Source: an optimization exercise on an open RTL-to-GDS flow (aim: small area, a short achievable clock period and few clock cycles per item). Production flows keep margins and buffers that such runs may drop.
The RTL was checked by simulation tests, not by an equivalence proof against the original design.
Power figures rest on the tool's default switching activity, not on a simulated workload.

### flow/config.mk
export PLATFORM = sky130hd
export DESIGN_NAME = fe_divsqrt
export DESIGN_NICKNAME = fe_divsqrt
export VERILOG_FILES = /design/flow/design.v
export SDC_FILE = /design/flow/constraint.sdc
export NUM_CORES = 4
export LEC_CHECK = 0
export CAP_MARGIN = 20
export CORE_MARGIN = 2
export CORE_UTILIZATION = 40
export GPL_TIMING_DRIVEN = 1
export PLACE_DENSITY = 0.6
export SETUP_SLACK_MARGIN = 5
export SLEW_MARGIN = 20
### flow/constraint.sdc
create_clock -name core_clock -period 10.5 [get_ports {clk}]
set_input_delay 2.1000 -clock core_clock [delete_from_list [all_inputs] [get_ports {clk}]]
set_output_delay 2.1000 -clock core_clock [all_outputs]
set_load 0.01 [all_outputs]
### flow/design.v
module fe_csa31 (
    input  wire [4:0] x,
    input  wire [4:0] y,
    input  wire [4:0] z,
    output wire [4:0] s,
    output wire [4:0] c
);
    wire [4:0] m = (x & y) | (x & z) | (y & z);
    assign s = x ^ y ^ z;
    assign c = {m[3:0], m[4]};
endmodule
module fe_res31 (
    input  wire [47:0] x,
    input  wire [4:0]  k,
    output wire [4:0]  s,
    output wire [4:0]  c
);
    wire [4:0] o9 = {2'b00, ~x[47], x[46], x[45]};
    wire [4:0] s1, c1, s2, c2, s3, c3, s4, c4, s5, c5;
    wire [4:0] s6, c6, s7, c7, s8, c8, s9, c9;
    fe_csa31 u1 (x[4:0],   x[9:5],   x[14:10], s1, c1);
    fe_csa31 u2 (x[19:15], x[24:20], x[29:25], s2, c2);
    fe_csa31 u3 (x[34:30], x[39:35], x[44:40], s3, c3);
    fe_csa31 u4 (o9,       k,        s1,       s4, c4);
    fe_csa31 u5 (c1,       s2,       c2,       s5, c5);
    fe_csa31 u6 (s3,       c3,       s4,       s6, c6);
    fe_csa31 u7 (c4,       s5,       c5,       s7, c7);
    fe_csa31 u8 (s6,       c6,       s7,       s8, c8);
    fe_csa31 u9 (c7,       s8,       c8,       s9, c9);
    assign s = s9;
    assign c = c9;
endmodule
module fe_divsqrt (
    input  wire        clk,
    input  wire        rst,       
    input  wire        start,
    input  wire        op,        
    input  wire [47:0] a,
    input  wire [47:0] b,
    input  wire [4:0]  ra,
    input  wire [4:0]  rb,
    output wire        ready,
    output reg         done,
    output wire [47:0] y,
    output wire [4:0]  ry,
    output reg         divz,
    output reg         sqneg,
    output reg         sat,
    output reg         rerr
);
    function [4:0] k_sub;
        input [4:0] r;
        begin
            k_sub = (r <= 5'd27) ? (5'd27 - r) : (5'd27 + 5'd31 - r);
        end
    endfunction
    function [4:0] k_add;
        input [4:0] r;
        begin
            k_add = (r <= 5'd2) ? (r + 5'd28) : (r - 5'd3);
        end
    endfunction
    localparam [1:0] S_IDLE = 2'd0, S_PREP = 2'd1, S_RUN = 2'd2, S_FIX = 2'd3;
    reg  [1:0]  st;
    reg  [1:0]  ph;            
    reg         op_r;
    reg         a_neg;
    reg         q_neg;
    reg         cin;
    reg  [4:0]  ka, kb;        
    reg  [4:0]  rs, rc;        
    reg         tsel;          
    reg  [6:0]  cnt;           
    reg         lead;          
    reg         ovf;           
    reg         f47;           
    reg         nzlow;         
    reg  [4:0]  acc;           
    reg         ysel_q;        
    reg         ysel_d;        
    reg         ycv;           
    reg         ycv47;         
    reg  [46:0] R;             
    reg  [47:0] Q, D;
    assign ready = (st == S_IDLE);
    wire   idle  = (st == S_IDLE);
    wire   run   = (st == S_RUN);
    wire [47:0] C = {R[0], Q[47:1]};
    reg  [47:0] pre;
    integer k, l;
    always @(*) begin
        pre = C;
        for (l = 0; l < 6; l = l + 1)
            for (k = 0; k < 48; k = k + 1)
                if ((k >> l) & 1)
                    pre[k] = pre[k] | pre[((k >> l) << l) - 1];
    end
    wire [47:0] negC = C ^ {pre[46:0], 1'b0};
    wire [47:0] X  = {R[46:0], Q[47]};
    wire [48:0] Zs = {1'b0, X} + {1'b0, D} + {48'd0, cin};
    wire        ok = Zs[48];             
    wire [47:0] Z  = Zs[47:0];
    wire [47:0] V = ~D;                  
    reg  [48:0] G;                       
    integer j;
    always @(*) begin
        G[48] = 1'b0;
        for (j = 47; j >= 0; j = j - 1)
            G[j] = G[j+1] | V[j];
    end
    wire [55:0] Xs = {1'b0, R, Q[47:40]};
    wire        div_skip = ~|(Xs & ~{8'd0, G[48:1]});
    wire        sq_skip  = lead && !R[0] && (Q[47:41] == 7'd0);
    wire        skip     = (cnt >= 7'd9) && !ovf && (op_r ? sq_skip : div_skip);
    wire [6:0]  pos      = cnt - 7'd1;   
    wire        last     = op_r ? (cnt == 7'd2) : (cnt == 7'd1);
    wire        sqf      = op_r || last;    
    wire        hi_ok    = !op_r && ok && (pos >= 7'd48);
    wire        p47_ok   = !op_r && ok && (pos == 7'd47);
    wire [4:0]  ts, tc;
    fe_res31 u_res (.x(tsel ? C : D), .k(tsel ? ka : kb), .s(ts), .c(tc));
    wire        rs0 = (rs == 5'd0) || (rs == 5'd31);
    wire        rc0 = (rc == 5'd0) || (rc == 5'd31);
    wire        rz  = (rc == ~rs) || (rs0 && rc0);
    wire [4:0]  acc2     = {acc[3:0], acc[4]};
    wire [4:0]  acc2p    = (acc2 == 5'd30) ? 5'd0 : acc2 + 5'd1;
    wire [4:0]  acc_n    = ok ? acc2p : acc2;
    assign y[47]    = ycv47 | (ysel_q & C[47]);
    assign y[46:36] = {11{ycv}} | ({11{ysel_q}} & C[46:36]);
    assign y[35:0]  = {36{ycv}} | ({36{ysel_q}} & C[35:0]) | ({36{ysel_d}} & ~D[37:2]);
    assign ry = acc;
    wire        hold     = op_r && a_neg;   
    wire        end_ovf  = ovf || (f47 && !q_neg);    
    always @(posedge clk) begin
        rs   <= ts;
        rc   <= tc;
        tsel <= idle;
        if (rst) begin
            st   <= S_IDLE;
            done <= 1'b0;
        end else begin
            done <= 1'b0;
            case (st)
            S_IDLE: begin
                op_r   <= op;
                a_neg  <= a[47];
                q_neg  <= a[47] ^ b[47];
                cin    <= op | ~b[47];
                ka     <= k_sub(ra);
                kb     <= b[47] ? k_sub(rb) : k_add(rb);
                rerr   <= (ra == 5'd31) || (!op && rb == 5'd31);
                divz   <= !op && (b == 48'd0);
                sqneg  <= op && a[47];
                sat    <= 1'b0;
                cnt    <= op ? 7'd72 : 7'd71;
                ph     <= 2'd0;
                lead   <= 1'b1;
                ovf    <= !op && (b == 48'd0);
                f47    <= 1'b0;
                nzlow  <= 1'b0;
                acc    <= 5'd0;
                ysel_q <= !op;
                ysel_d <= op;
                ycv    <= 1'b0;
                ycv47  <= 1'b0;
                if (start)
                    st <= (!op && a[47]) ? S_PREP : S_RUN;
            end
            S_PREP: begin
                ph <= 2'd1;
                st <= S_RUN;
            end
            S_RUN: begin
                if (ph != 2'd3) ph <= ph + 2'd1;
                if (ph == 2'd1 && !rz) rerr <= 1'b1;
                if (ph == 2'd2 && !op_r && !rz) rerr <= 1'b1;
                if (hold) begin
                    if (ph == 2'd1) begin
                        st   <= S_IDLE;
                        done <= 1'b1;
                    end
                end else if (end_ovf && !op_r && ph[1]) begin
                    st     <= S_IDLE;
                    done   <= 1'b1;
                    sat    <= !divz;
                    acc    <= q_neg ? 5'd27 : 5'd3;
                    ysel_q <= 1'b0;
                    ycv    <= !q_neg;
                    ycv47  <= q_neg;
                end else if (skip) begin
                    cnt <= cnt - 7'd8;
                    acc <= {acc[1:0], acc[4:2]};    
                end else begin
                    cnt <= cnt - (op_r ? 7'd2 : 7'd1);
                    acc <= acc_n;
                    if (ok) lead <= 1'b0;
                    if (hi_ok) ovf <= 1'b1;
                    if (p47_ok) f47 <= 1'b1;
                    if (!op_r && ok && pos < 7'd47) nzlow <= 1'b1;
                    if (last) begin
                        if (!op_r && q_neg) begin
                            st <= S_FIX;
                        end else begin
                            st   <= S_IDLE;
                            done <= 1'b1;
                        end
                    end
                end
            end
            S_FIX: begin
                st    <= S_IDLE;
                done  <= 1'b1;
                if (f47 && nzlow) begin
                    sat    <= 1'b1;
                    acc    <= 5'd27;
                    ysel_q <= 1'b0;
                    ycv47  <= 1'b1;
                end else begin
                    acc    <= (acc == 5'd0) ? 5'd0 : ~acc;
                end
            end
            endcase
        end
    end
    wire        take_z = run && ok && !skip;
    wire [46:0] r_z    = sqf ? {Z[45:0], Q[46]} : Z[46:0];
    wire [46:0] r_x    = idle ? {46'd0, a[47]} :
                         !run ? {46'd0, negC[47]} :
                         skip ? Xs[46:0] :
                         sqf  ? {X[45:0], Q[46]} : X[46:0];
    always @(posedge clk) begin
        R <= take_z ? r_z : r_x;
        if (idle)
            Q <= {a[46:0], 1'b0};
        else if (!run)
            Q <= {negC[46:0], 1'b0};
        else if (skip)
            Q <= {Q[39:0], 8'd0};
        else if (sqf)
            Q <= {Q[45:0], ok & !op_r, 1'b0};
        else
            Q <= {Q[46:0], ok};
        if (idle)
            D <= op ? 48'hFFFF_FFFF_FFFE : (b ^ {48{~b[47]}});
        else if (run && op_r && !a_neg && !skip)
            D <= {D[46:2], ~ok, 2'b10};
    end
endmodule
### flow/flow/run.sh
#!/bin/bash
set -euo pipefail
bash standard.sh SETUP_SLACK_MARGIN=6.5 finish > flow_make.log 2>&1
### flow/standard.sh
#!/bin/bash
# synth_recipe.tcl (not shown) runs the flow's synth.tcl, then flattens the netlist and writes it again
# the make line also repeats each setting of config.mk as NAME=value (left out here)
make -C /OpenROAD-flow-scripts/flow DESIGN_CONFIG=/design/flow/config.mk WORK_HOME=/design/flow/orfs CLKGATE_MAP_FILE= SYNTH_SCRIPT=/design/flow/synth_recipe.tcl "${@:-finish}"
==> reports/metrics.cfg, run 1 <==
[logic_synthesis]
syn_nets = 2361
ys_types = 81
synth-main-ff-cell = dfxtp_1
async_reset_ff_share_pct = 0
synth_seq_cells = 196
yosysSeqAreaShare_pct = 28.08
avgSynthCellArea_um2 = 8.076
syn-cell-area_um2 = 17110
syn_inst = 2119
ys_warn_count = 1
synth_edf_count = 88

[cts]
h-tree-depth = 4
cts_made_buffers = 17
cts_hold_buffers = 0
cts_root_buf = clkbuf_16
clkTransAtPathRegs_ns = 0.09
max-clock-path-buffers = 2
clk_latency_ns = 0.47
tritoncts = yes
clock-sinks = 196

[power_and_ir_drop]
ir_worst_vdd_mv = 0.4450
fin_total_pwr_uw = 8129
p_leak_uw = 0.008323
power_density_nw_per_um2 = 405.6

[job]
drv_cap = 0

[setup_path]
worstSetupStartpoint = ysel_q$_SDFFCE_PP0P_
critPathMaxFanout = 48
worst_r2r_startpoint = Q[44]$_DFF_P_
cp.arrival_ns = 1.95
start_kind = flip-flop
worstPathRequired_ns = 8.40
endpoint_kind = output pin
crit_type = flip-flop to output pin

[drt]
wl_per_cell_um = 23.50
drtIter0Drc = 1741
num_vias = 16950
via_per_inst = 6.213
dr.pass1.iters = 6
drt.antenna.violating_nets = 0
drc = 0
wirelength_mm = 64.10

[timing]
tightestPinTransition_ns = 1.068
hold_violations = 0
fmax_mhz = 247.0
fin_worst_skew_ns = 0.01643
rsz0062_at_grt = yes
setup_tns_ns = 0
post-route-period-util_pct = 38.56
period_minus_slack_ns = 4.048
drv_slew = 0
finalSetupViolCount = 0
timing.slew.headroom_pct = 28.30
worst_slack_ns = 6.452

[die]
die_y_um = 210.8
die_w_um = 210.8
rows = 75
core_area_um2 = 42040
dieArea_um2 = 44450
initial_core_util_pct = 40.71
ioPinCount = 169

[global_route]
grt_pass1_vias = 16065
grt_busiest_layer = met2
met1_usage_pct = 38.75
grt-ovfl-total = 0
grt_use_met2_pct = 44.82
antenna_found_initial = 0
grt_max_degree = 90
grt_pass1_wl_mm = 96.14
grt_usage_pct = 28.24
grt_use_met3_pct = 4.371

[place]
dp_cells = 2676
gp_congestion = 0.9837
dp_slack_ns = 5.342
dp_hpwl_mm = 46.58
port_buffers = 168

[hold_path]
hp-start = st[0]$_SDFFE_PP0P_
hp-class = flip-flop to flip-flop

[cells_and_area]
syn2layout_area_growth_pct = 17.13
num_antenna_cells = 0
drive_gt1_share_pct = 6.898
final_nets = 2418
layout.cells.non_filler = 2728

[outcome]
status = no timing/DRC/antenna violations

[logic make-up (layout without fill, tap and decap cells)]
kind of cell    after synthesis  count (layout)  synth area share (%)
compound gates              647             647                 25.14
simple gates                628             628                 17.04
buf+inv                     312             382                 6.961
flops                       196             196                 28.08
fa+ha+maj                   132             132                 11.67
xor+xnor                    132             132                 6.800
mux                          72              72                 4.321
[where the power goes]
group	switching [µW]	total (µW)	internal, µW
clock	358	745	388
sequential	553	1790	1240
combinational	3350	5590	2240
[synth_stat cells (20+ instances only)]
| master | n | area share [%] |
|---|---|---|
| clkbuf_1 | 144 | 3.2 |
| o22ai_1 | 43 | 1.6 |
| xor2_1 | 83 | 4.2 |
| buf_1 | 22 | 0.48 |
| o21ai_0 | 141 | 4.1 |
| a21oi_1 | 115 | 3.4 |
| mux2i_1 | 57 | 3.3 |
| a31oi_1 | 43 | 1.6 |
| nor2_1 | 132 | 2.9 |
| nand2_1 | 259 | 5.7 |
| ha_1 | 86 | 6.3 |
| a22oi_1 | 38 | 1.7 |
| o211ai_1 | 60 | 2.6 |
| fa_1 | 46 | 5.4 |
| xnor2_1 | 48 | 2.5 |
| nor3_1 | 28 | 0.82 |
| inv_1 | 139 | 3.0 |
| a21o_1 | 45 | 2.0 |
| edfxtp_1 | 88 | 15 |
| dfxtp_1 | 108 | 13 |
| nand3_1 | 83 | 2.4 |
| a221o_1 | 37 | 2.2 |
| a211oi_1 | 20 | 0.88 |
[per-layer routing]
metal | wire [µm] | vias up
li1 | - | 7781
met1 | 27050 | 8172
met2 | 29330 | 869
met3 | 5508 | 128
met4 | 2208 | 0
met5 | 0 | -
[sequential cells by signal, indices dropped and copies added, names as in the netlist, 2 cells and up]
signal  count
ph          2
cnt         7
ka          5
acc         5
D          48
rc          5
Q          48
kb          5
R          47
rs          5
st          2
[stage by stage]
step | hold WS (ns) | instance area, µm² | util, %
floorplan | 0.5235 | 17130 | -
global placement | 0.5538 | 19020 | 45.24
detailed placement | 0.5661 | 19040 | 45.29
CTS | 0.5809 | 19840 | 47.19
global route | 0.6250 | 20040 | 47.68
finish | 0.5823 | 20040 | 47.68
[final timing paths]
kind / end / slack, ns / cells past startpoint
max: y[46] / 6.45 / 3
min: st[0]$_SDFFE_PP0P_ / 0.58 / 2
max reg2reg: Q[28]$_DFF_P_ / 6.58 / 13
min reg2reg: st[0]$_SDFFE_PP0P_ / 0.58 / 2
[placed cells by master (no fill, tap or decap), types with 11 or more instances in the layout]
master             n
xnor2_1           48
nand3_1           82
inv_1            136
or4_1             11
fa_1              46
o22ai_1           43
o211ai_1          60
clkdlybuf4s50_1  131
nand2_1          257
or3_1             11
dlymetal6s2s_1    11
a21o_1            45
xor2_1            83
a221o_1           37
clkbuf_16         18
buf_4             32
a21oi_1          113
edfxtp_1          88
nand4_1           14
mux2i_1           54
nor2_1           128
nor4_1            18
a31oi_1           43
ha_1              84
a22oi_1           38
o21a_1            16
dfxtp_1          102
o21ai_0          139
nor3_1            26
mux2_2            15
dlygate4sd2_1     25
a211oi_1          20
[cell type report]
cell class / instances / area [µm²]
clock buffers: 17 / 425.4
clock inverters: 15 / 212.7
fillers: 4137 / 22000
repair buffers: 211 / 2116
flip-flops and latches: 196 / 4812
inverters: 139 / 523.0
well taps: 539 / 674.4
multi-input cells: 1611 / 11280
[worst max-delay path, cell delays in order, from the launching register on]
cell and delay (ns):
edfxtp_1 0.41, buf_12 0.25, a21o_1 0.23, clkdlybuf4s50_1 0.57
[repair_timing]
action	4_1_cts	5_1_grt
pin swaps	8	4
setup endpoints to repair	213	164
resized for setup	65	30
buffers inserted	8	11
gates cloned	0	1
Testbench counts, summed over its fixed seeds: cycles 95,212, items 3,200.
==> run 2, diff against run 1 <==
--- a/flow/config.mk
+++ b/flow/config.mk
@@ -8,7 +8,6 @@
 export CAP_MARGIN = 20
 export CORE_MARGIN = 2
 export CORE_UTILIZATION = 40
-export GPL_TIMING_DRIVEN = 1
 export PLACE_DENSITY = 0.6
 export SETUP_SLACK_MARGIN = 5
 export SLEW_MARGIN = 20
==> run 2 against run 1 <==
Effect of this change:
- critical path depth unchanged
- sequential share of layout area unchanged
- final area unchanged
- global-route usage stayed put
- count of clock-buffer cells in the layout did not move
- synthesized area stayed put
- power stayed put
- combinational power hardly changed
- via count stayed put
- register-to-register slack barely moved
- clock skew did not move
- clock power barely moved
- critical endpoint unchanged
- largest cell class unchanged
==> reports/metrics.cfg, run 2 <==
[outcome]
status = no timing/DRC/antenna violations

[setup_path]
start_kind = flip-flop
crit_chain = buf_12 > a21o_1 > clkdlybuf4s50_1
critPathMaxFanout = 48  ; unchanged
cp_top_family = buffers and inverters
worstPathRequired_ns = 8.40  ; about the same
path_buf_inv = 2  ; unchanged
endpoint_kind = output pin
cp.arrival_ns = 1.95  ; about the same
crit_type = flip-flop to output pin
cp_slowest_stage_delay_ns = 0.57  ; about the same
crit_path_top_delay_cell = clkdlybuf4s50_1

[cells_and_area]
final_nets = 2418  ; unchanged
layout_commonest_cell = nand2_1
syn2layout_area_growth_pct = 17.13  ; unchanged
reg_top3 = D (48), Q (48), R (47)
layout_common_cells = nand2_1, o21ai_0, inv_1
drive_gt1_share_pct = 6.898  ; unchanged
layout.cells.non_filler = 2728  ; unchanged
num_antenna_cells = 0  ; unchanged
fin_area_um2 = 20040  ; unchanged

[drt]
drc = 0  ; unchanged
wl_met3_mm = 5.508  ; unchanged
met2WireLength_mm = 29.33  ; unchanged
drt.antenna.violating_nets = 0  ; unchanged
num_vias = 16950  ; unchanged
dr.pass1.iters = 6  ; unchanged
wirelength_mm = 64.10  ; unchanged
via_per_inst = 6.213  ; unchanged
routed.top_layer = met4
drtIter0Drc = 1741  ; unchanged
wl_per_cell_um = 23.50  ; unchanged
wl_met1_mm = 27.05  ; unchanged

[global_route]
grt_pass1_wl_mm = 96.14  ; unchanged
grt_pass1_vias = 16065  ; unchanged
grt_max_degree = 90  ; unchanged
grt-ovfl-total = 0  ; unchanged
grt_usage_pct = 28.24  ; unchanged
antenna_found_initial = 0  ; unchanged

[timing]
timing.slew.headroom_pct = 28.30  ; unchanged
fmax_mhz = 247.0  ; unchanged
tightestPinTransition_ns = 1.068  ; unchanged
whs_ns = 0.5823  ; unchanged
hold_violations = 0  ; unchanged
setup_tns_ns = 0  ; unchanged
period_minus_slack_ns = 4.048  ; unchanged
fin_worst_skew_ns = 0.01643  ; unchanged
finalSetupViolCount = 0  ; unchanged
post-route-period-util_pct = 38.56  ; unchanged
drv_slew = 0  ; unchanged
worst_slack_ns = 6.452  ; unchanged
rsz0062_at_grt = yes

[die]
die_y_um = 210.8  ; unchanged
ioPinCount = 169  ; unchanged
core_area_um2 = 42040  ; unchanged
die_w_um = 210.8  ; unchanged
dieArea_um2 = 44450  ; unchanged
initial_core_util_pct = 40.71  ; unchanged
rows = 75  ; unchanged

[place]
port_buffers = 168  ; unchanged
gp_congestion = 0.9837  ; unchanged
place_area_um2 = 19040  ; unchanged
dp_slack_ns = 5.342  ; unchanged
dp_cells = 2676  ; unchanged
dp_hpwl_mm = 46.58  ; unchanged

[logic_synthesis]
yosys.area.top_type = edfxtp_1
avgSynthCellArea_um2 = 8.076  ; unchanged
syn-cell-area_um2 = 17110  ; unchanged
yosysSeqAreaShare_pct = 28.08  ; unchanged
yosys.area.top_type_share_pct = 15.44  ; unchanged
syn_inst = 2119  ; unchanged
ys_warn_count = 1  ; unchanged
synth_edf_count = 88  ; unchanged
async_reset_ff_share_pct = 0  ; unchanged
synth-main-ff-cell = dfxtp_1
syn_nets = 2361  ; unchanged
ys_types = 81  ; unchanged
synth_seq_cells = 196  ; unchanged
netlist_top_cells_area = edfxtp_1, dfxtp_1, ha_1
yosysMostFrequentCell = nand2_1
synthTopCellsByCount = nand2_1, clkbuf_1, o21ai_0, inv_1, nor2_1

[cts]
cts_root_buf = clkbuf_16
clock-sinks = 196  ; unchanged
tritoncts = yes
clk_latency_ns = 0.47  ; about the same
clkTransAtPathRegs_ns = 0.09  ; about the same
cts_made_buffers = 17  ; unchanged
cts_hold_buffers = 0  ; unchanged
max-clock-path-buffers = 2  ; unchanged
h-tree-depth = 4  ; unchanged

[job]
drv_cap = 0  ; unchanged

[power_and_ir_drop]
ir_worst_vdd_mv = 0.4450  ; unchanged
power_density_nw_per_um2 = 405.6  ; unchanged
p_leak_uw = 0.008323  ; unchanged

[hold_path]
hp-class = flip-flop to flip-flop

## run 2: cell counts after synthesis
Identical to the previous run, type by type.
## run 2: stage by stage
stage | utilization (%) | total power (µW)
floorplan | - | 5372
global placement | 45.24 | 7186
detailed placement | 45.29 | 7251
CTS | 47.19 | 8042
global route | 47.68 | 8901
finish | 47.68 | 8129
## run 2: path summary, 6_finish.rpt
kind                                            from                  to  slack [ns]  depth (start not counted)
worst min register to register    st[0]$_SDFFE_PP0P_  st[0]$_SDFFE_PP0P_        0.58                          2
worst min-delay path              st[0]$_SDFFE_PP0P_  st[0]$_SDFFE_PP0P_        0.58                          2
worst max register to register         Q[44]$_DFF_P_       Q[28]$_DFF_P_        6.58                         13
worst max-delay path            ysel_q$_SDFFCE_PP0P_               y[46]        6.45                          3
## run 2: worst register-to-register path, cell delays in order, from the launching register on
cell,delay [ns]
dfxtp_1,0.48
or4_1,0.63
nor2_2,0.21
o311ai_0,0.20
a41oi_1,0.34
o211ai_1,0.21
a311oi_2,0.29
buf_6,0.18
buf_4,0.16
or2_4,0.21
buf_4,0.31
o21ai_0,0.15
a211oi_1,0.34
a21oi_1,0.07
## run 2: cells by family (layout without fill, tap and decap cells)
group	after synthesis	count (layout)	share of synthesized area (%)
compound gates	647	647	25.14
flops	196	196	28.08
buf+inv	312	382	6.961
simple gates	628	628	17.04
xor+xnor	132	132	6.800
fa+ha+maj	132	132	11.67
mux	72	72	4.321
## run 2: repair_timing
item / 4_1_cts / 5_1_grt
cloned: 0 / 1
setup buffers: 8 / 11
setup endpoints to repair: 213 / 164
pin swaps: 8 / 4
gates resized for setup: 65 / 30
## run 2: final cells by class
type,count,area (µm²)
Clock buffer,17,425.4
Clock inverter,15,212.7
Multi-Input combinational cell,1611,11280
Fill cell,4137,22000
Timing Repair Buffer,211,2116
Tap cell,539,674.4
Sequential cell,196,4812
Inverter,139,523.0
## run 2: where the power goes
group | internal [µW] | leakage [µW] | switching (µW)
combinational | 2240 | 0.00630 | 3350
clock | 388 | 0.000310 | 358
sequential | 1240 | 0.00171 | 553
total | 3870 | 0.00832 | 4260
## run 2: metal layers
layer / global-route usage, % / up-vias
li1: - / 7781
met3: 4.371 / 128
met4: 10.81 / 0
met2: 44.82 / 869
met5: 0 / -
met1: 38.75 / 8172
==> run 3, diff against run 2 <==
==> flow/flow/run.sh (replaced) <==
#!/bin/bash
set -euo pipefail
bash standard.sh SETUP_SLACK_MARGIN=6 finish > flow_make.log 2>&1
==> run 3 against run 2 <==
Effect of this change:
- final area down 1.4%
- still clean
- sequential share of layout area grew 0.30 points
- power is 0.61% lower
==> reports/metrics.cfg, run 3 <==
[place]
dp_hpwl_mm = 46.74  ; +0.34%
dp_slack_ns = 5.269  ; -0.07361 ns
port_buffers = 168  ; unchanged
gp_congestion = 0.9549  ; -2.9%

[drt]
wl_per_cell_um = 23.84  ; +1.5%
via_per_inst = 6.212  ; about the same
num_vias = 16854  ; -0.57%
drtIter0Drc = 1805  ; +3.7%
dr.pass1.iters = 7  ; +1
wirelength_mm = 64.67  ; +0.89%
drc = 0  ; unchanged
drt.antenna.violating_nets = 0  ; unchanged

[cts]
clock-sinks = 196  ; unchanged
max-clock-path-buffers = 2  ; unchanged
h-tree-depth = 4  ; unchanged
clk_latency_ns = 0.48  ; about the same
tritoncts = yes
cts_made_buffers = 17  ; unchanged
cts_hold_buffers = 0  ; unchanged
cts_root_buf = clkbuf_16
clkTransAtPathRegs_ns = 0.09  ; about the same

[setup_path]
r2r_cells = 9  ; -4
worst_r2r_startpoint = tsel$_DFF_P_
r2r_setup_slack_ns = 6.16  ; -0.42 ns
crit_chain = buf_4 > a221o_1 > clkdlybuf4s50_1
critPathMaxFanout = 49  ; +2.1%
worstSetupStartpoint = ysel_d$_DFFE_PP_
setup.worst_path.end = y[31]
crit_type = flip-flop to output pin
endpoint_kind = output pin
worstReg2RegEnd = rs[0]$_DFF_P_
crit_path_top_delay_cell = clkdlybuf4s50_1
start_kind = flip-flop
cp.arrival_ns = 2.29  ; +0.34 ns
worstPathRequired_ns = 8.40  ; about the same
cp_slowest_stage_delay_ns = 0.58  ; about the same

[timing]
rsz0062_at_grt = no
post-route-period-util_pct = 41.78  ; +3.2 points
fin_worst_skew_ns = 0.01480  ; -0.001631 ns
fmax_mhz = 228.0  ; -7.7%
finalSetupViolCount = 0  ; unchanged
tightestPinTransition_ns = 1.088  ; +0.02015 ns
period_minus_slack_ns = 4.387  ; +0.3385 ns
drv_slew = 0  ; unchanged
timing.slew.headroom_pct = 27.44  ; -0.86 points
worst_slack_ns = 6.113  ; -0.3385 ns
hold_violations = 0  ; unchanged
setup_tns_ns = 0  ; unchanged
whs_ns = 0.5855  ; +0.003177 ns

[die]
core_area_um2 = 42040  ; unchanged
ioPinCount = 169  ; unchanged
rows = 75  ; unchanged
initial_core_util_pct = 40.71  ; unchanged
dieArea_um2 = 44450  ; unchanged
die_w_um = 210.8  ; unchanged
die_y_um = 210.8  ; unchanged

[global_route]
grt_usage_pct = 28.51  ; +0.27 points
grt_pass1_wl_mm = 96.14  ; unchanged
antenna_found_initial = 1  ; +1
grt_pass1_vias = 15847  ; -1.4%
grt_max_degree = 93  ; +3.3%
grt-ovfl-total = 0  ; unchanged

[power_and_ir_drop]
combPwrFrac_pct = 68.7  ; about the same
ir_worst_vdd_mv = 0.3983  ; -10%
swShare_pct = 52.71  ; +0.27 points
power_density_nw_per_um2 = 408.6  ; +0.75%
clkPwrFrac_pct = 8.9  ; -0.3 points
power_frac_seq_pct = 22.3  ; +0.3 points
p_switching_uw = 4259  ; -0.10%
internal_power_uw = 3820  ; -1.2%
p_leak_uw = 0.008122  ; -2.4%

[logic_synthesis]
yosys.area.top_type_share_pct = 15.44  ; unchanged
synth_seq_cells = 196  ; unchanged
async_reset_ff_share_pct = 0  ; unchanged
synthTopCellsByCount = nand2_1, clkbuf_1, o21ai_0, inv_1, nor2_1
synth_edf_count = 88  ; unchanged
yosys.area.top_type = edfxtp_1
synth-main-ff-cell = dfxtp_1
syn_nets = 2361  ; unchanged
avgSynthCellArea_um2 = 8.076  ; unchanged
yosysMostFrequentCell = nand2_1
yosysSeqAreaShare_pct = 28.08  ; unchanged
ys_warn_count = 1  ; unchanged
syn-cell-area_um2 = 17110  ; unchanged
netlist_top_cells_area = edfxtp_1, dfxtp_1, ha_1
ys_types = 81  ; unchanged
syn_inst = 2119  ; unchanged

[hold_path]
hp-class = flip-flop to flip-flop

[cells_and_area]
reg_top3 = D (48), Q (48), R (47)
final_nets = 2403  ; -0.62%
drive_gt1_share_pct = 5.382  ; -1.5 points
layout_common_cells = nand2_1, clkdlybuf4s50_1, o21ai_0
postLayoutCoreUtil_pct = 47.03  ; -0.65 points
n_fill_cell = 4161  ; +0.58%
syn2layout_area_growth_pct = 15.54
layout_commonest_cell = nand2_1
num_antenna_cells = 0  ; unchanged

[outcome]
status = no timing/DRC/antenna violations

[job]
drv_cap = 0  ; unchanged

[run 3: metrics by stage]
stage          instance area [µm²]  cells  total power, µW
3_3_place_gp                 19010   2674             7156
4_1_cts                      19710   2710             8016
2_1_floorplan                17130   2119             5371
5_1_grt                      19770   2713             8844
6_report                     19770   2713             8080
3_5_place_dp                 19040   2675             7204
[run 3: metal layers]
metal / routed length (µm) / global-route usage, % / vias to the layer above
met5: 0 / 0 / -
met4: 2818 / 13.53 / 0
met3: 5427 / 4.981 / 131
met2: 28760 / 43.66 / 846
met1: 27660 / 39.05 / 8115
li1: - / - / 7762
[run 3: worst min path at each step]
| stage | to | cells after the start | start |
|---|---|---|---|
| 6_report | st[0]$_SDFFE_PP0P_ | 2 | st[0]$_SDFFE_PP0P_ |
| 5_1_grt | sat$_DFFE_PP_ | 1 | divz$_DFFE_PP_ |
| 3_3_place_gp | st[0]$_SDFFE_PP0P_ | 2 | st[0]$_SDFFE_PP0P_ |
| 2_1_floorplan | st[0]$_SDFFE_PP0P_ | 2 | st[0]$_SDFFE_PP0P_ |
| 4_1_cts | st[0]$_SDFFE_PP0P_ | 2 | st[0]$_SDFFE_PP0P_ |
| 3_5_place_dp | st[0]$_SDFFE_PP0P_ | 2 | st[0]$_SDFFE_PP0P_ |
[run 3: timing repair]
item,4_1_cts,5_1_grt
setup endpoints to repair,100,148
cloned,1,0
setup buffers,2,2
resized for setup,8,9
pin swaps,1,1
[run 3: cells by family after synthesis]
| group | count (synthesis) | synth area share (%) |
|---|---|---|
| AOI/OAI and AO/OA | 647 | 25.14 |
| and+or+nand+nor | 628 | 17.04 |
| buffers and inverters | 312 | 6.961 |
| DFF | 196 | 28.08 |
| xor gates and xnor gates | 132 | 6.800 |
| adders and majority gates | 132 | 11.67 |
| muxes | 72 | 4.321 |
[run 3: final cells by class]
| type | count | area, µm² | area share, % |
|---|---|---|---|
| clock buffers | 17 | 425.4 | 2.151 |
| clock inverters | 15 | 187.7 | 0.9492 |
| inverters | 139 | 523.0 | 2.645 |
| multi-input cells | 1612 | 11220 | 56.73 |
| flip-flops and latches | 196 | 4807 | 24.31 |
| well taps | 539 | 674.4 | 3.411 |
| repair buffers | 195 | 1938 | 9.802 |
[run 3: power by group through the flow]
stage / clock network, µW / registers (µW) / logic [µW]
after floorplan: 0 / 1410 / 3960
after CTS: 726 / 1780 / 5510
after global routing: 754 / 1830 / 6260
after detailed placement: 0 / 1790 / 5410
after global placement: 0 / 1790 / 5370
final: 722 / 1800 / 5550
[run 3: worst max-delay path: cells and delay by family (launching register included)]
family / cells / cell delay, ns
buf+inv: 2 / 1.09
flops: 1 / 0.33
compound gates: 1 / 0.37
==> run 4, diff against run 3 <==
==> flow/flow/run.sh (replaced) <==
#!/bin/bash
set -euo pipefail
bash standard.sh SETUP_SLACK_MARGIN=6.75 finish > flow_make.log 2>&1
==> run 4 against run 3 <==
Effect of this change:
- die area unchanged
- clock power up 2%
- critical path depth grew 1
- clock skew up 0.0034 ns
- count of clock-buffer cells in the layout unchanged
- core utilization rose by 2.8 points
- first-iteration DRC count grew 10%
- via count increased by 4.6%
- power is 5.1% higher
- synthesized cell count did not move
==> reports/metrics.cfg, run 4 <==
[outcome]
status = no timing/DRC/antenna violations

[setup_path]
worstPathRequired_ns = 8.40  ; about the same
crit_type = flip-flop to output pin
cp.arrival_ns = 1.89  ; -0.40 ns
r2r_setup_slack_ns = 6.75  ; +0.59 ns
worst_r2r_startpoint = Q[46]$_DFF_P_
critPathMaxFanout = 6  ; -88%
worstReg2RegEnd = D[17]$_DFFE_PP_
r2r_cells = 13  ; +4
start_kind = flip-flop
endpoint_kind = output pin

[logic_synthesis]
synth_compound_area_share_pct = 25.14  ; unchanged
synth_seq_cells = 196  ; unchanged
async_reset_ff_share_pct = 0  ; unchanged
synth_edf_count = 88  ; unchanged
yosysSeqAreaShare_pct = 28.08  ; unchanged
synthAdderAreaFrac_pct = 11.67  ; unchanged
synth_xor_area_share_pct = 6.800  ; unchanged
ys_warn_count = 1  ; unchanged
synth_top_family_by_area = compound AO/OA/AOI/OAI gates
synthSimpleGateAreaFrac_pct = 17.04  ; unchanged
yosys.area.top_type_share_pct = 15.44  ; unchanged
yosysMostFrequentCell = nand2_1
avgSynthCellArea_um2 = 8.076  ; unchanged
synth-main-ff-cell = dfxtp_1
syn-cell-area_um2 = 17110  ; unchanged
synthTopCellsByCount = nand2_1, clkbuf_1, o21ai_0, inv_1, nor2_1
yosys.area.top_type = edfxtp_1
syn_inst = 2119  ; unchanged
synth_mux_area_share_pct = 4.321  ; unchanged
ys_types = 81  ; unchanged
netlist_top_cells_area = edfxtp_1, dfxtp_1, ha_1
syn_nets = 2361  ; unchanged

[timing]
fmax_mhz = 250.5  ; +9.9%
post-route-period-util_pct = 38.02  ; -3.8 points
tightestPinTransition_ns = 0.9638  ; -0.1245 ns
period_minus_slack_ns = 3.993  ; -0.3944 ns
rsz0062_at_grt = yes
fin_worst_skew_ns = 0.01818  ; +0.003381 ns
setup_tns_ns = 0  ; unchanged
finalSetupViolCount = 0  ; unchanged
drv_slew = 0  ; unchanged
timing.slew.headroom_pct = 35.74  ; +8.3 points
whs_ns = 0.6125  ; +0.02696 ns
hold_violations = 0  ; unchanged

[drt]
via_per_inst = 6.324  ; +1.8%
dr.pass1.iters = 6  ; -1
met2WireLength_mm = 30.47  ; +5.9%
wirelength_mm = 68.10  ; +5.3%
drt.antenna.violating_nets = 0  ; unchanged
wl_met1_mm = 27.79  ; +0.47%
num_vias = 17631  ; +4.6%
drtIter0Drc = 1991  ; +10%
routed.top_layer = met4
drc = 0  ; unchanged
wl_per_cell_um = 24.43  ; +2.5%
wl_met3_mm = 6.697  ; +23%

[hold_path]
hp-class = flip-flop to flip-flop
hp-start = st[0]$_SDFFE_PP0P_
min_to = st[0]$_SDFFE_PP0P_
hold_depth = 2  ; unchanged

[cts]
h-tree-depth = 4  ; unchanged
cts_made_buffers = 17  ; unchanged
clock-sinks = 196  ; unchanged
tritoncts = yes
clkTransAtPathRegs_ns = 0.09  ; about the same
clk_latency_ns = 0.49  ; about the same
max-clock-path-buffers = 2  ; unchanged
cts_hold_buffers = 0  ; unchanged
cts_root_buf = clkbuf_16

[cells_and_area]
drive_gt1_share_pct = 13.48  ; +8.1 points
reg_top3 = D (48), Q (48), R (47)
layout_common_cells = nand2_1, inv_1, nor2_1
layout_commonest_cell = nand2_1
layout.cells.non_filler = 2788  ; +2.8%
syn2layout_area_growth_pct = 22.34
postLayoutCoreUtil_pct = 49.80  ; +2.8 points
final_nets = 2477  ; +3.1%

[global_route]
grt-ovfl-total = 0  ; unchanged
grt_max_degree = 99  ; +6.5%
grt_pass1_wl_mm = 100.9  ; +4.9%
antenna_found_initial = 1  ; unchanged
grt_pass1_vias = 16630  ; +4.9%
grt_usage_pct = 29.73  ; +1.2 points

[power_and_ir_drop]
power_density_nw_per_um2 = 405.7  ; -0.72%
p_leak_uw = 0.008688  ; +7.0%
ir_worst_vdd_mv = 0.4051  ; +1.7%

[place]
gp_congestion = 0.9285  ; -2.8%
dp_hpwl_mm = 46.17  ; -1.2%
dp_cells = 2675  ; unchanged
port_buffers = 168  ; unchanged

[die]
rows = 75  ; unchanged
initial_core_util_pct = 40.71  ; unchanged
core_area_um2 = 42040  ; unchanged
ioPinCount = 169  ; unchanged
dieArea_um2 = 44450  ; unchanged
die_w_um = 210.8  ; unchanged
die_y_um = 210.8  ; unchanged

[job]
drv_cap = 0  ; unchanged

[run 4: cell counts after synthesis]
Identical to the previous run, type by type.
[run 4: worst max-delay path, stage by stage (launching register included)]
cell	delay, ns
edfxtp_1	0.49
buf_6	0.21
buf_16	0.15
a221o_1	0.38
buf_2	0.18
[run 4: logic make-up (layout without fill, tap and decap cells)]
family / Yosys count / in the layout
compound gates: 647 / 647
simple gates: 628 / 631
buf+inv: 312 / 438
flops: 196 / 196
fa+ha+maj: 132 / 132
xor+xnor: 132 / 132
mux: 72 / 72
other cells: 0 / 1
[run 4: power breakdown]
part	switching, µW	internal, µW
clock	369	368
sequential	562	1240
combinational	3540	2420
[run 4: worst max path at each step]
stage	startpoint	endpoint	depth (start not counted)
after floorplan	D[18]$_DFFE_PP_	D[0]$_SDFFCE_PP0P_	10
after global placement	Q[47]$_DFF_P_	R[42]$_DFF_P_	14
after detailed placement	Q[47]$_DFF_P_	R[42]$_DFF_P_	14
after CTS	ysel_q$_SDFFCE_PP0P_	y[25]	4
after global routing	ysel_q$_SDFFCE_PP0P_	y[25]	4
final	ysel_q$_SDFFCE_PP0P_	y[25]	4
[run 4: final cells by class]
class                   count  area [µm²]
repair buffers            267        2704
diodes                      1       2.502
clock inverters            15       202.7
multi-input cells        1614       11570
fillers                  4044       21100
inverters                 139       531.8
well taps                 539       674.4
flip-flops and latches    196        4827
clock buffers              17       425.4
[run 4: what timing repair did]
item / 4_1_cts / 5_1_grt
setup endpoints to repair: 223 / 202
cloned: 12 / 8
resized for setup: 237 / 109
setup buffers: 31 / 28
pin swaps: 34 / 64
[run 4: per-stage QoR]
step	total power (µW)	setup slack (ns)	area [µm²]
floorplan	5382	6.718	17160
global route	9195	6.516	20930
detailed placement	7206	5.073	19030
finish	8494	6.507	20940
CTS	8157	6.493	20260
global placement	7135	5.200	19030
[run 4: layer usage]
metal	track usage, %	up-vias
met2	45.57	1039
li1	-	7908
met1	40.08	8499
met5	0	-
met4	13.87	0
met3	6.319	185
==> run 5, diff against run 4 <==
==> flow/flow/run.sh (replaced) <==
#!/bin/bash
set -euo pipefail
bash standard.sh SETUP_SLACK_MARGIN=6.5 finish > flow_make.log 2>&1
--- a/flow/config.mk
+++ b/flow/config.mk
@@ -7,7 +7,7 @@
 export LEC_CHECK = 0
 export CAP_MARGIN = 20
 export CORE_MARGIN = 2
-export CORE_UTILIZATION = 40
-export PLACE_DENSITY = 0.6
+export CORE_UTILIZATION = 30
+export PLACE_DENSITY = 0.5
 export SETUP_SLACK_MARGIN = 5
 export SLEW_MARGIN = 20
==> run 5 against run 4 <==
Effect of this change:
- via count shrank 4.2%
- non-clock buffer count decreased by 52
- register-to-register slack worse by 0.19 ns
- critical path type unchanged
- largest cell class unchanged
- largest power group unchanged
==> reports/metrics.cfg, run 5 <==
[die]
ioPinCount = 169  ; unchanged
rows = 87  ; +16%
core_area_um2 = 56390  ; +34%
initial_core_util_pct = 30.35  ; -10 points
die_y_um = 242.8  ; +15%
dieArea_um2 = 58970  ; +33%
die_w_um = 242.8  ; +15%

[logic_synthesis]
ys_types = 81  ; unchanged
avgSynthCellArea_um2 = 8.076  ; unchanged
yosys.area.top_type = edfxtp_1
synth_seq_cells = 196  ; unchanged
yosysMostFrequentCell = nand2_1
synthTopCellsByCount = nand2_1, clkbuf_1, o21ai_0, inv_1, nor2_1
ys_warn_count = 1  ; unchanged
netlist_top_cells_area = edfxtp_1, dfxtp_1, ha_1
syn_inst = 2119  ; unchanged
syn_nets = 2361  ; unchanged
async_reset_ff_share_pct = 0  ; unchanged
synth-main-ff-cell = dfxtp_1
syn-cell-area_um2 = 17110  ; unchanged
synth_edf_count = 88  ; unchanged
yosys.area.top_type_share_pct = 15.44  ; unchanged
yosysSeqAreaShare_pct = 28.08  ; unchanged

[cells_and_area]
layout_commonest_cell = nand2_1
drive_gt1_share_pct = 7.657  ; -5.8 points
n_fill_cell = 5991  ; +48%
final_nets = 2423  ; -2.2%
layout_common_cells = nand2_1, o21ai_0, inv_1
syn2layout_area_growth_pct = 18.88
num_antenna_cells = 0  ; -1
reg_top3 = D (48), Q (48), R (47)

[drt]
drc = 0  ; unchanged
via_per_inst = 5.726  ; -9.4%
drtIter0Drc = 1767  ; -11%
wl_per_cell_um = 23.75  ; -2.8%
wirelength_mm = 70.07  ; +2.9%
num_vias = 16893  ; -4.2%
dr.pass1.iters = 6  ; unchanged
wl_met3_mm = 4.951  ; -26%
wl_met1_mm = 30.48  ; +9.7%
met2WireLength_mm = 31.77  ; +4.3%
drt.antenna.violating_nets = 0  ; unchanged
routed.top_layer = met4

[place]
dp_hpwl_mm = 50.62  ; +9.6%
port_buffers = 168  ; unchanged
dp_slack_ns = 5.296  ; +0.2233 ns
gp_congestion = 0.9168  ; -1.3%

[timing]
setup_tns_ns = 0  ; unchanged
hold_violations = 0  ; unchanged
post-route-period-util_pct = 38.89  ; +0.87 points
rsz0062_at_grt = yes
fin_worst_skew_ns = 0.01464  ; -0.003536 ns
tightestPinTransition_ns = 0.9458  ; -0.01805 ns
fmax_mhz = 244.9  ; -2.2%
drv_slew = 0  ; unchanged
finalSetupViolCount = 0  ; unchanged
worst_slack_ns = 6.416  ; -0.09144 ns
timing.slew.headroom_pct = 36.52  ; +0.78 points
period_minus_slack_ns = 4.084  ; +0.09144 ns

[setup_path]
endpoint_kind = output pin
worstPathRequired_ns = 8.40  ; about the same
critPathMaxFanout = 21  ; +15
start_kind = flip-flop
crit_type = flip-flop to output pin
cp.arrival_ns = 1.98  ; +0.09 ns

[outcome]
status = no timing/DRC/antenna violations

[cts]
max-clock-path-buffers = 2  ; unchanged
cts_made_buffers = 17  ; unchanged
cts_root_buf = clkbuf_16
tritoncts = yes
clk_latency_ns = 0.48  ; about the same
clkTransAtPathRegs_ns = 0.08  ; about the same
h-tree-depth = 4  ; unchanged
clock-sinks = 196  ; unchanged

[global_route]
grt_pass1_wl_mm = 103.9  ; +3.0%
antenna_found_initial = 0  ; -1
grt_usage_pct = 23.03  ; -6.7 points
grt-ovfl-total = 0  ; unchanged
grt_pass1_vias = 16346  ; -1.7%
grt_max_degree = 84  ; -15%

[power_and_ir_drop]
ir_worst_vdd_mv = 0.4920  ; +21%
power_density_nw_per_um2 = 403.0  ; -0.65%
fin_total_pwr_uw = 8199  ; -3.5%
p_leak_uw = 0.008388  ; -3.5%

[job]
drv_cap = 0  ; unchanged

[hold_path]
hp-class = flip-flop to flip-flop

-- run 5: logic make-up (layout without fill, tap and decap cells) --
kind of cell	count (synthesis)	after routing	share of synthesized area [%]
AO/OA/AOI/OAI	647	647	25.14
AND/OR/NAND/NOR	628	629	17.04
buffers and inverters	312	386	6.961
flip-flops	196	196	28.08
adder cells (fa/ha/maj)	132	132	11.67
XOR/XNOR	132	132	6.800
multiplexers	72	72	4.321
-- run 5: where the power goes --
part / total, µW / switching [µW] / internal [µW]
sequential: 1790 / 548 / 1240
clock: 692 / 356 / 336
combinational: 5720 / 3450 / 2270
total: 8200 / 4360 / 3840
-- run 5: cell type report --
type / count / area (µm²) / share of cell area [%]
clock buffer: 18 / 429.2 / 2.110
inverter: 139 / 524.3 / 2.577
sequential: 196 / 4813 / 23.66
timing repair buffer: 215 / 2173 / 10.68
multi-input combinational: 1612 / 11310 / 55.62
clock inverter: 14 / 142.6 / 0.7011
tap: 756 / 945.9 / 4.650
-- run 5: routing by layer --
metal | vias up | GRT usage (%)
met5 | - | 0
met4 | 0 | 10.29
met3 | 116 | 3.549
met2 | 745 | 35.97
met1 | 8252 | 31.33
li1 | 7780 | -
-- run 5: final timing paths --
check,from,end,slack (ns),cells after the start
worst max-delay path,ysel_d$_DFFE_PP_,y[22],6.42,4
worst min-delay path,st[0]$_SDFFE_PP0P_,st[0]$_SDFFE_PP0P_,0.57,2
worst max register to register,D[27]$_DFFE_PP_,R[46]$_DFF_P_,6.56,12
worst min register to register,st[0]$_SDFFE_PP0P_,st[0]$_SDFFE_PP0P_,0.57,2
-- run 5: through the flow --
step | instance area, µm² | utilization (%) | instances | hold WS (ns)
finish | 20340 | 36.08 | 2950 | 0.5726
global route | 20340 | 36.08 | 2950 | 0.5993
CTS | 20170 | 35.77 | 2943 | 0.5723
detailed placement | 19360 | 34.33 | 2898 | 0.5559
global placement | 19330 | 34.28 | 2897 | 0.5558
floorplan | 17130 | - | 2119 | 0.5235
-- run 5: critical path, cell delays in order, from the launching register on --
cell	delay [ns]
edfxtp_1	0.45
buf_4	0.18
bufbuf_16	0.30
a221o_1	0.42
clkbuf_2	0.16
-- run 5: repair_timing --
action | 4_1_cts | 5_1_grt
hold endpoints to repair | 0 | 0
pin swaps | 5 | 15
endpoints found under the setup margin | 177 | 173
setup buffers | 11 | 6
cloned | 2 | 1
hold buffers | 0 | 0
gates resized for setup | 61 | 62
==> run 6, diff against run 5 <==
--- a/flow/config.mk
+++ b/flow/config.mk
@@ -7,7 +7,7 @@
 export LEC_CHECK = 0
 export CAP_MARGIN = 20
 export CORE_MARGIN = 2
-export CORE_UTILIZATION = 30
-export PLACE_DENSITY = 0.5
+export CORE_UTILIZATION = 50
+export PLACE_DENSITY = 0.65
 export SETUP_SLACK_MARGIN = 5
 export SLEW_MARGIN = 20
==> run 6 against run 5 <==
Effect of this change:
- synthesized area unchanged
- largest power group unchanged
- cell count decreased by 11%
- count of clock-buffer cells in the layout rose by 2
- non-clock buffer count fell by 8
- combinational power hardly changed
- highest routed layer unchanged
- sequential cell count unchanged
- via count grew 1.2%
- synthesized cell count unchanged
==> reports/metrics.cfg, run 6 <==
[outcome]
status = no timing/DRC/antenna violations

[hold_path]
hp-class = flip-flop to flip-flop
min_to = st[1]$_SDFFE_PP0P_
hp-start = st[1]$_SDFFE_PP0P_
hold_depth = 2  ; unchanged

[drt]
wirelength_mm = 64.50  ; -8.0%
drt.antenna.violating_nets = 0  ; unchanged
drtIter0Drc = 1916  ; +8.4%
drc = 0  ; unchanged
dr.pass1.iters = 6  ; unchanged
num_vias = 17090  ; +1.2%
via_per_inst = 6.491  ; +13%
wl_per_cell_um = 24.50  ; +3.1%

[logic_synthesis]
ys_types = 81  ; unchanged
synth_edf_count = 88  ; unchanged
netlist_top_cells_area = edfxtp_1, dfxtp_1, ha_1
async_reset_ff_share_pct = 0  ; unchanged
avgSynthCellArea_um2 = 8.076  ; unchanged
syn-cell-area_um2 = 17110  ; unchanged
synth_seq_cells = 196  ; unchanged
yosys.area.top_type = edfxtp_1
syn_nets = 2361  ; unchanged
syn_inst = 2119  ; unchanged
ys_warn_count = 1  ; unchanged
yosysMostFrequentCell = nand2_1
yosys.area.top_type_share_pct = 15.44  ; unchanged
synthTopCellsByCount = nand2_1, clkbuf_1, o21ai_0, inv_1, nor2_1
yosysSeqAreaShare_pct = 28.08  ; unchanged
synth-main-ff-cell = dfxtp_1

[place]
dp_hpwl_mm = 46.10  ; -8.9%
dp_cells = 2585  ; -11%
gp_congestion = 0.9790  ; +6.8%
dp_slack_ns = 5.563  ; +0.2667 ns
port_buffers = 168  ; unchanged

[timing]
tightestPinTransition_ns = 1.105  ; +0.1591 ns
hold_violations = 0  ; unchanged
drv_slew = 0  ; unchanged
worst_slack_ns = 6.360  ; -0.05650 ns
finalSetupViolCount = 0  ; unchanged
setup_tns_ns = 0  ; unchanged
timing.slew.headroom_pct = 26.34  ; -10 points
fmax_mhz = 241.5  ; -1.4%
rsz0062_at_grt = yes
post-route-period-util_pct = 39.43  ; +0.54 points
period_minus_slack_ns = 4.140  ; +0.05650 ns
fin_worst_skew_ns = 0.02030  ; +0.005654 ns

[die]
die_y_um = 189  ; -22%
ioPinCount = 169  ; unchanged
core_area_um2 = 33620  ; -40%
initial_core_util_pct = 50.91  ; +21 points
dieArea_um2 = 35720  ; -39%
rows = 67  ; -23%
die_w_um = 189  ; -22%

[cts]
max-clock-path-buffers = 2  ; unchanged
cts_made_buffers = 17  ; unchanged
clk_latency_ns = 0.48  ; about the same
h-tree-depth = 4  ; unchanged
cts_root_buf = clkbuf_16
clkTransAtPathRegs_ns = 0.08  ; about the same
clock-sinks = 196  ; unchanged
tritoncts = yes
cts_hold_buffers = 0  ; unchanged

[setup_path]
r2r_setup_slack_ns = 6.62  ; +0.06 ns
worstReg2RegEnd = rs[0]$_DFF_P_
crit_path_top_delay_cell = edfxtp_1
crit_chain = buf_4 > clkbuf_16 > a221o_1 > dlygate4sd2_1
cp_slowest_stage_delay_ns = 0.46  ; about the same
critPathMaxFanout = 24  ; +14%
cp.arrival_ns = 2.04  ; +0.06 ns
start_kind = flip-flop
worst_r2r_startpoint = tsel$_DFF_P_
endpoint_kind = output pin
worstPathRequired_ns = 8.40  ; about the same
crit_type = flip-flop to output pin
r2r_cells = 10  ; -2

[cells_and_area]
n_fill_cell = 3043  ; -49%
final_nets = 2414  ; -0.37%
drive_gt1_share_pct = 6.270  ; -1.4 points
postLayoutCoreUtil_pct = 59.14  ; +23 points
layout_common_cells = nand2_1, o21ai_0, inv_1
reg_top3 = D (48), Q (48), R (47)
layout.cells.non_filler = 2633  ; -11%
layout_commonest_cell = nand2_1
num_antenna_cells = 0  ; unchanged
syn2layout_area_growth_pct = 16.17

[power_and_ir_drop]
power_density_nw_per_um2 = 412.2  ; +2.3%
p_leak_uw = 0.008360  ; -0.32%
ir_worst_vdd_mv = 0.3167  ; -36%
fin_total_pwr_uw = 8195  ; about the same

[global_route]
grt_usage_pct = 35.21  ; +12 points
grt_max_degree = 110  ; +31%
grt_pass1_wl_mm = 95.79  ; -7.8%
grt_pass1_vias = 15956  ; -2.4%
grt-ovfl-total = 0  ; unchanged
antenna_found_initial = 0  ; unchanged

[job]
drv_cap = 0  ; unchanged

run 6: cell type report:
type,instances,area (µm²),area share [%]
multi-input cells,1611,11280,56.76
flip-flops and latches,196,4811,24.20
repair buffers,207,2152,10.83
well taps,448,560.5,2.820
inverters,139,523.0,2.631
clock buffers,20,436.7,2.196
clock inverters,12,112.6,0.5664
run 6: per-layer routing:
layer	wire, µm	share of wire, %	vias to the layer above	track usage (%)
li1	-	-	7777	-
met1	26680	41	8196	48.25
met2	29490	46	983	55.73
met3	5973	9.3	134	5.950
met4	2356	3.7	0	13.16
met5	0	0	-	0
run 6: how the worst max path moves through the flow:
stage / startpoint / endpoint / slack (ns) / cells past startpoint
final: ysel_d$_DFFE_PP_ / y[30] / 6.36 / 4
after global routing: ysel_d$_DFFE_PP_ / y[32] / 6.34 / 4
after CTS: ysel_d$_DFFE_PP_ / y[34] / 6.35 / 3
after detailed placement: Q[47]$_DFF_P_ / R[42]$_DFF_P_ / 5.56 / 15
after global placement: Q[47]$_DFF_P_ / R[42]$_DFF_P_ / 5.70 / 15
after floorplan: Q[41]$_DFF_P_ / D[0]$_SDFFCE_PP0P_ / 6.57 / 11
run 6: repair_timing:
| action | in CTS | in global routing |
|---|---|---|
| gates resized for setup | 57 | 38 |
| pin swaps | 3 | 3 |
| endpoints found under the setup margin | 215 | 119 |
| setup buffers | 5 | 8 |
| gates cloned | 1 | 2 |
run 6: metrics by stage:
step / instance area, µm² / hold slack (ns)
final: 19880 / 0.5859
after CTS: 19630 / 0.5875
after global placement: 18910 / 0.5486
after global routing: 19880 / 0.6177
after detailed placement: 18910 / 0.5684
after floorplan: 17130 / 0.5235
run 6: cell families (layout without fill, tap and decap cells):
kind of cell             Yosys count  after routing  share of synthesized area [%]
AO/OA/AOI/OAI                    647            647                          25.14
buffers and inverters            312            378                          6.961
AND/OR/NAND/NOR                  628            628                          17.04
XOR/XNOR                         132            132                          6.800
flip-flops                       196            196                          28.08
adder cells (fa/ha/maj)          132            132                          11.67
multiplexers                      72             72                          4.321
run 6: where the power goes:
group | total (µW) | internal (µW) | switching, µW
Sequential | 1810 | 1240 | 569
Clock | 666 | 347 | 318
Combinational | 5720 | 2300 | 3420
run 6: worst max-delay path, delay by kind of cell, from the launching register on:
family	cells	cell delay (ns)
AO/OA/AOI/OAI	1	0.40
flip-flops	1	0.46
buffers and inverters	3	0.70
==> run 7, diff against run 6 <==
--- a/flow/config.mk
+++ b/flow/config.mk
@@ -7,7 +7,9 @@
 export LEC_CHECK = 0
 export CAP_MARGIN = 20
 export CORE_MARGIN = 2
-export CORE_UTILIZATION = 50
-export PLACE_DENSITY = 0.65
+export CORE_UTILIZATION = 40
+export CTS_CLUSTER_DIAMETER = 150
+export CTS_CLUSTER_SIZE = 40
+export PLACE_DENSITY = 0.6
 export SETUP_SLACK_MARGIN = 5
 export SLEW_MARGIN = 20
==> run 7 against run 6 <==
Effect of this change:
- combinational power fell by 2%
- clock skew fell by 0.0039 ns
- global-route usage fell by 7.0 points
- sequential cell count did not move
- non-clock buffer count rose by 4
- still clean on timing, DRC and antenna
- die area rose by 24%
- setup slack improved by 0.092 ns
- hold slack got worse by 0.0035 ns
- wire length fell by 0.62%
==> reports/metrics.cfg, run 7 <==
[timing]
post-route-period-util_pct = 38.56  ; -0.88 points
drv_slew = 0  ; unchanged
finalSetupViolCount = 0  ; unchanged
tightestPinTransition_ns = 1.068  ; -0.03669 ns
timing.slew.headroom_pct = 28.30  ; +2.0 points
fmax_mhz = 247.0  ; +2.3%
rsz0062_at_grt = yes
period_minus_slack_ns = 4.048  ; -0.09203 ns
hold_violations = 0  ; unchanged
setup_tns_ns = 0  ; unchanged
whs_ns = 0.5823  ; -0.003509 ns
fin_worst_skew_ns = 0.01643  ; -0.003868 ns

[logic_synthesis]
yosys.area.top_type_share_pct = 15.44  ; unchanged
netlist_top_cells_area = edfxtp_1, dfxtp_1, ha_1
syn-cell-area_um2 = 17110  ; unchanged
syn_inst = 2119  ; unchanged
synthTopCellsByCount = nand2_1, clkbuf_1, o21ai_0, inv_1, nor2_1
yosysSeqAreaShare_pct = 28.08  ; unchanged
async_reset_ff_share_pct = 0  ; unchanged
synth-main-ff-cell = dfxtp_1
synth_seq_cells = 196  ; unchanged
avgSynthCellArea_um2 = 8.076  ; unchanged
ys_types = 81  ; unchanged
yosysMostFrequentCell = nand2_1
yosys.area.top_type = edfxtp_1
synth_edf_count = 88  ; unchanged
syn_nets = 2361  ; unchanged
ys_warn_count = 1  ; unchanged

[global_route]
grt_max_degree = 90  ; -18%
antenna_found_initial = 0  ; unchanged
grt_pass1_wl_mm = 96.14  ; +0.36%
grt_usage_pct = 28.24  ; -7.0 points
grt_pass1_vias = 16065  ; +0.68%
grt-ovfl-total = 0  ; unchanged

[setup_path]
critPathMaxFanout = 48  ; +100%
cp.arrival_ns = 1.95  ; -0.09 ns
cp_top_family = buffers and inverters
worstPathRequired_ns = 8.40  ; about the same
crit_type = flip-flop to output pin
crit_chain = buf_12 > a21o_1 > clkdlybuf4s50_1
crit_path_top_delay_cell = clkdlybuf4s50_1
path_buf_inv = 2  ; -1
cp_slowest_stage_delay_ns = 0.57  ; +0.11 ns
start_kind = flip-flop
endpoint_kind = output pin

[cts]
tritoncts = yes
h-tree-depth = 4  ; unchanged
clk_latency_ns = 0.47  ; about the same
clock-sinks = 196  ; unchanged
max-clock-path-buffers = 2  ; unchanged
clkTransAtPathRegs_ns = 0.09  ; about the same
cts_made_buffers = 17  ; unchanged
cts_root_buf = clkbuf_16

[die]
die_y_um = 210.8  ; +12%
core_area_um2 = 42040  ; +25%
dieArea_um2 = 44450  ; +24%
initial_core_util_pct = 40.71  ; -10 points
rows = 75  ; +12%
die_w_um = 210.8  ; +12%
ioPinCount = 169  ; unchanged

[drt]
drt.antenna.violating_nets = 0  ; unchanged
num_vias = 16950  ; -0.82%
drc = 0  ; unchanged
wirelength_mm = 64.10  ; -0.62%
wl_per_cell_um = 23.50  ; -4.1%
dr.pass1.iters = 6  ; unchanged
drtIter0Drc = 1741  ; -9.1%
via_per_inst = 6.213  ; -4.3%

[power_and_ir_drop]
ir_worst_vdd_mv = 0.4450  ; +41%
p_leak_uw = 0.008323  ; -0.45%
power_density_nw_per_um2 = 405.6  ; -1.6%

[cells_and_area]
drive_gt1_share_pct = 6.898  ; +0.63 points
reg_top3 = D (48), Q (48), R (47)
final_nets = 2418  ; +0.17%
layout.cells.non_filler = 2728  ; +3.6%
layout_commonest_cell = nand2_1
syn2layout_area_growth_pct = 17.13
num_antenna_cells = 0  ; unchanged
layout_common_cells = nand2_1, o21ai_0, inv_1

[place]
dp_hpwl_mm = 46.58  ; +1.0%
gp_congestion = 0.9837  ; +0.48%
port_buffers = 168  ; unchanged
dp_cells = 2676  ; +3.5%

[hold_path]
hp-class = flip-flop to flip-flop

[job]
drv_cap = 0  ; unchanged

[outcome]
status = no timing/DRC/antenna violations

-- run 7: path summary, 6_finish.rpt --
check | slack, ns | from | to | cells after the start
max | 6.45 | ysel_q$_SDFFCE_PP0P_ | y[46] | 3
min | 0.58 | st[0]$_SDFFE_PP0P_ | st[0]$_SDFFE_PP0P_ | 2
max reg2reg | 6.58 | Q[44]$_DFF_P_ | Q[28]$_DFF_P_ | 13
min reg2reg | 0.58 | st[0]$_SDFFE_PP0P_ | st[0]$_SDFFE_PP0P_ | 2
-- run 7: logic make-up (layout without fill, tap and decap cells) --
family / after synthesis / after routing / synth area share (%)
XOR/XNOR: 132 / 132 / 6.800
buffers and inverters: 312 / 382 / 6.961
adder cells (fa/ha/maj): 132 / 132 / 11.67
multiplexers: 72 / 72 / 4.321
AO/OA/AOI/OAI: 647 / 647 / 25.14
AND/OR/NAND/NOR: 628 / 628 / 17.04
flip-flops: 196 / 196 / 28.08
-- run 7: timing repair --
action	4_1_cts	5_1_grt
setup endpoints to repair	213	164
hold buffers	0	0
cloned	0	1
pin swaps	8	4
buffers inserted	8	11
resized for setup	65	30
hold endpoints to repair	0	0
-- run 7: stage by stage --
stage | worst slack (ns) | area [µm²] | total power (µW) | util (%)
final | 6.452 | 20040 | 8129 | 47.68
after global routing | 6.428 | 20040 | 8901 | 47.68
after CTS | 6.343 | 19840 | 8042 | 47.19
after detailed placement | 5.342 | 19040 | 7251 | 45.29
after global placement | 5.004 | 19020 | 7186 | 45.24
after floorplan | 6.570 | 17130 | 5372 | -
-- run 7: worst min-delay path, stage by stage (launching register included) --
cell,delay [ns]
dfxtp_1,0.35
a21oi_1,0.13
a311oi_1,0.06
-- run 7: per-layer routing --
metal / wire length [µm] / share of wire [%] / up-vias / track usage (%)
met3: 5508 / 8.6 / 128 / 4.371
met5: 0 / 0 / - / 0
li1: - / - / 7781 / -
met1: 27050 / 42 / 8172 / 38.75
met4: 2208 / 3.4 / 0 / 10.81
met2: 29330 / 46 / 869 / 44.82
-- run 7: cell type report --
class / count / area, µm²
multi-input cells: 1611 / 11280
clock inverters: 15 / 212.7
inverters: 139 / 523.0
clock buffers: 17 / 425.4
repair buffers: 211 / 2116
well taps: 539 / 674.4
flip-flops and latches: 196 / 4812
fillers: 4137 / 22000
-- run 7: where the power goes --
part / total, µW / switching [µW] / leakage (µW) / internal (µW)
Combinational: 5590 / 3350 / 0.00630 / 2240
Sequential: 1790 / 553 / 0.00171 / 1240
Clock: 745 / 358 / 0.000310 / 388
==> run 8, diff against run 7 <==
--- a/flow/config.mk
+++ b/flow/config.mk
@@ -8,8 +8,7 @@
 export CAP_MARGIN = 20
 export CORE_MARGIN = 2
 export CORE_UTILIZATION = 40
-export CTS_CLUSTER_DIAMETER = 150
-export CTS_CLUSTER_SIZE = 40
+export CTS_BUF_LIST = sky130_fd_sc_hd__clkbuf_8
 export PLACE_DENSITY = 0.6
 export SETUP_SLACK_MARGIN = 5
 export SLEW_MARGIN = 20
==> run 8 against run 7 <==
Effect of this change:
- register-to-register slack improved by 0.02 ns
- still clean on timing, DRC and antenna
- setup slack better by 0.025 ns
- core utilization decreased by 0.40 points
- fmax rose by 0.63%
- count of clock-buffer cells in the layout unchanged
==> reports/metrics.cfg, run 8 <==
[logic_synthesis]
avgSynthCellArea_um2 = 8.076  ; unchanged
yosysSeqAreaShare_pct = 28.08  ; unchanged
async_reset_ff_share_pct = 0  ; unchanged
yosys.area.top_type_share_pct = 15.44  ; unchanged
synth-main-ff-cell = dfxtp_1
synth_seq_cells = 196  ; unchanged
synth_edf_count = 88  ; unchanged

[timing]
fmax_mhz = 248.6  ; +0.63%
fin_worst_skew_ns = 0.02063  ; +0.004198 ns
tightestPinTransition_ns = 1.048  ; -0.02053 ns
post-route-period-util_pct = 38.32  ; -0.24 points
whs_ns = 0.5911  ; +0.008762 ns
timing.slew.headroom_pct = 29.68  ; +1.4 points
finalSetupViolCount = 0  ; unchanged

[global_route]
grt_pass1_vias = 16155  ; +0.56%
grt-ovfl-total = 0  ; unchanged

[power_and_ir_drop]
p_leak_uw = 0.008260  ; -0.76%
ir_worst_vdd_mv = 0.4376  ; -1.7%
power_density_nw_per_um2 = 401.8  ; -0.94%

[cts]
cts_root_buf = clkbuf_8
clkTransAtPathRegs_ns = 0.12  ; +0.03 ns
h-tree-depth = 4  ; unchanged
max-clock-path-buffers = 2  ; unchanged

[setup_path]
crit_type = flip-flop to output pin
worstSetupStartpoint = ysel_q$_SDFFCE_PP0P_
worstPathRequired_ns = 8.40  ; about the same
r2r_cells = 13  ; unchanged
r2r_setup_slack_ns = 6.60  ; +0.02 ns
critPathMaxFanout = 6  ; -88%
worstReg2RegEnd = Q[19]$_DFF_P_
cp.arrival_ns = 1.92  ; -0.03 ns
endpoint_kind = output pin

[drt]
via_per_inst = 6.233  ; +0.32%
drtIter0Drc = 1777  ; +2.1%
num_vias = 17060  ; +0.65%
dr.pass1.iters = 6  ; unchanged

[die]
dieArea_um2 = 44450  ; unchanged
initial_core_util_pct = 40.71  ; unchanged
die_w_um = 210.8  ; unchanged
rows = 75  ; unchanged

[cells_and_area]
layout_commonest_cell = nand2_1
final_nets = 2427  ; +0.37%
num_antenna_cells = 0  ; unchanged
syn2layout_area_growth_pct = 16.16
drive_gt1_share_pct = 8.781  ; +1.9 points

[place]
dp_hpwl_mm = 46.58  ; unchanged
port_buffers = 168  ; unchanged
gp_congestion = 0.9837  ; unchanged

[outcome]
status = no timing/DRC/antenna violations

## run 8: cell counts after synthesis
No cell type changed its count.
## run 8: cell families after synthesis
family / synth area share, %
simple gates: 17.04
flops: 28.08
buf+inv: 6.961
fa+ha+maj: 11.67
compound gates: 25.14
mux: 4.321
xor+xnor: 6.800
## run 8: worst min-delay path by stage
stage	start	endpoint	slack (ns)	cells past startpoint
after global routing	st[0]$_SDFFE_PP0P_	st[0]$_SDFFE_PP0P_	0.63	2
after global placement	st[0]$_SDFFE_PP0P_	st[0]$_SDFFE_PP0P_	0.55	2
after CTS	st[0]$_SDFFE_PP0P_	st[0]$_SDFFE_PP0P_	0.59	2
after floorplan	st[0]$_SDFFE_PP0P_	st[0]$_SDFFE_PP0P_	0.52	2
after detailed placement	st[0]$_SDFFE_PP0P_	st[0]$_SDFFE_PP0P_	0.57	2
final	st[0]$_SDFFE_PP0P_	st[0]$_SDFFE_PP0P_	0.59	2
## run 8: critical path, stage by stage (launching register included)
cell and delay (ns):
edfxtp_1 0.40, buf_6 0.15, buf_12 0.15, buf_16 0.14, a221o_1 0.37, buf_2 0.17
## run 8: final cells by class
type / count / area (µm²)
timing repair buffer: 220 / 2136
sequential: 196 / 4815
fill: 4161 / 22160
inverter: 139 / 523.0
multi-input combinational: 1611 / 11280
clock buffer: 17 / 234.0
tap: 539 / 674.4
clock inverter: 15 / 212.7
## run 8: power by group
part	leakage (µW)	internal, µW	switching, µW
Combinational	0.00633	2230	3380
Sequential	0.00171	1240	555
Clock	0.000223	247	333
## run 8: through the flow
stage | worst slack (ns) | total power [µW]
2_1_floorplan | 6.570 | 5372
3_3_place_gp | 5.004 | 7186
3_5_place_dp | 5.342 | 7251
4_1_cts | 6.321 | 7904
5_1_grt | 6.445 | 8757
6_report | 6.477 | 7987
## run 8: layer usage
layer / routed length (µm) / track usage, %
met3: 5528 / 5.144
met4: 2702 / 12.38
met5: 0 / 0
met2: 29290 / 44.69
met1: 27410 / 38.87
## run 8: repair_timing
item | CTS | global route
hold buffers | 0 | 0
setup buffers | 12 | 10
endpoints found under the setup margin | 213 | 179
gates resized for setup | 166 | 48
gates cloned | 6 | 1
pin swaps | 21 | 15

Check on run 8: ideal ports give 6.477 ns setup slack; a clkbuf_16 on the clock port and buf_2 on the inputs give 6.423 ns; moving port delays by the midpoint clock arrival (0.562 ns) as well gives 6.212 ns.
